What follows belongs to an exercise in optimizing a design on an open flow for small area and a short achievable clock period; a production flow would make more cautious choices.
Only simulation tests tie the RTL to the original design; equivalence was not proved.
The flow treats the clock pin as an ideal source, which a real chip does not have.

==> cedar: inputs <==
Design ecc_bch_codec, start of the top module:
module ecc_bch_codec (
    input  wire        clk,
    input  wire        rst,           
    input  wire        in_valid,
    input  wire [63:0] in_wdata,      
    input  wire [63:0] in_rdata,      
    input  wire [15:0] in_rcheck,     
    output reg         out_valid,
    output reg  [15:0] out_wcheck,    
    output reg  [63:0] out_data,      
    output reg         out_ce,        
    output reg         out_ue,        
    output reg  [1:0]  out_nbits      
);
Settings: LEC_CHECK=0, CAP_MARGIN=20, CORE_MARGIN=2, CORE_UTILIZATION=40, SLEW_MARGIN=20, SYNTH_HIERARCHICAL=1, SYNTH_MINIMUM_KEEP_SIZE=0; clock period 34.0 ns.
standard.sh (not shown) runs the stock make flow with config.mk's settings and CLKGATE_MAP_FILE= SYNTH_SCRIPT=/design/flow/synth_recipe.tcl, a recipe that flattens the netlist after the stock synthesis.
==> flow/flow/run.sh <==
#!/bin/bash
# Own layout flow: the standard ORFS flow (standard.sh, unchanged synthesis),
# with a setup-slack target for OpenROAD's timing repair and a small buffer cell
# for the port buffers. Everything else is as the standard flow's layout.
set -euo pipefail
MARGIN=$(cat flow/margin.txt)
bash standard.sh \
  "SETUP_SLACK_MARGIN=${MARGIN}" \
  "BUFFER_PORTS_ARGS=-buffer_cell sky130_fd_sc_hd__buf_2" \
  finish > orfs_make.log 2>&1
==> flow/flow/margin.txt <==
25.6
==> amber (differences from cedar) <==
==> flow/flow/run.sh (replaced) <==
#!/bin/bash
# Own layout flow: the standard ORFS flow (standard.sh, so the synthesis is
# the standard one), with these changes to how the layout is made:
#  - OpenROAD's timing repair aims at the setup slack in flow/margin.txt;
#  - the port buffers are sky130_fd_sc_hd__buf_1;
#  - any further make variables listed in flow/extra.txt (one per line);
#  - flow/post_cts.tcl, if present, runs at the end of ORFS's CTS step.
# The full make/ORFS output goes to orfs_make.log; ORFS keeps each step's log
# under orfs/logs/.
set -euo pipefail
MARGIN=$(cat flow/margin.txt)
EXTRA=()
if [[ -f flow/extra.txt ]]; then
  while IFS= read -r line; do [[ -n "$line" ]] && EXTRA+=("$line"); done < flow/extra.txt
fi
if [[ -f flow/post_cts.tcl ]]; then
  EXTRA+=("POST_CTS_TCL=$PWD/flow/post_cts.tcl")
fi
bash standard.sh \
  "SETUP_SLACK_MARGIN=${MARGIN}" \
  "BUFFER_PORTS_ARGS=-buffer_cell sky130_fd_sc_hd__buf_1" \
  "${EXTRA[@]}" \
  finish > orfs_make.log 2>&1
==> flow/flow/extra.txt (new file) <==
CTS_ARGS=-sink_clustering_enable -repair_clock_nets -buf_list sky130_fd_sc_hd__clkbuf_8 -dont_use_dummy_load
==> flow/flow/margin.txt (replaced) <==
25.0
==> flow/flow/post_cts.tcl (new file) <==
# After CTS: a leaf clock buffer of the small type that drives many flip-flops
# is swapped for the larger clock buffer, to keep the flip-flop clock slew low.
set changed 0
foreach inst [get_cells clkbuf_*] {
  if {[get_property $inst ref_name] ne "sky130_fd_sc_hd__clkbuf_8"} { continue }
  set out [get_pins -of_objects $inst -filter "direction==output"]
  set n [llength [get_pins -of_objects [get_nets -of_objects $out] -filter "direction==input"]]
  if {$n >= 18} {
    puts "post_cts: [get_full_name $inst] drives $n pins, now sky130_fd_sc_hd__clkbuf_16"
    replace_cell $inst sky130_fd_sc_hd__clkbuf_16
    incr changed
  }
}
if {$changed} { detailed_placement }
==> qor summary <==
	amber	cedar
Post-Layout Cell Count	1978	1998
Met3 Use GR	3.792%	4.799%
Iteration count of the initial detailed-routing pass	5	8
Worst Slack Setup Final	25.34 ns	25.65 ns
Initial antenna violation count	3	2
First-pass GRT wire length	59820 um	61420 um
Hold Path End	out_wcheck[1]	out_wcheck[10]
Vias in the first global route	9975	10159
Relative area of clock buffers and inverters in the final design	1.788%	4.280%
Launch point of the worst reg-to-reg path	s1[1]	s1[0]
Status	no timing/DRC/antenna violations	no timing/DRC/antenna violations
Non-Filler Cell Area, Final	13720 um^2	14670 um^2
Post-placement setup slack	24.92 ns	25.02 ns
Timing endpoint of the critical path	s3[4]	s1[4]

[port drivers added, routing unchanged]
No port has a modelled driver above. Below, the same layouts with a new extraction and two added sets of constraints.
Step 1 sets driving cells, clkbuf_16 on the clock port and buf_2 on the other inputs (assumed; they add their load-dependent delay and slew).
Step 2 adds t to the input delays and takes it off the output delays; t is the mean of the earliest and latest rising clock arrival at the registers after step 1. Input paths then give back, and output paths get back, about the clock's delay inside the block.
Slacks: no drivers / after step 1 / after step 2; pairs: no drivers / after step 1.
run | t (ns) | setup WS [ns] | hold WS [ns] | worst slew at a driven data input, ns
cedar | 0.486 | 25.648 / 25.680 / 25.194 | 0.324 / 0.324 / 0.324 | 0.06
amber | 0.510 | 25.336 / 25.344 / 24.835 | 0.322 / 0.322 / 0.322 | 0.07
After both steps every run listed still meets setup and hold. For amber, which loses most, drivers alone change the setup slack by +0.008 ns; drivers and shift together by -0.501 ns.
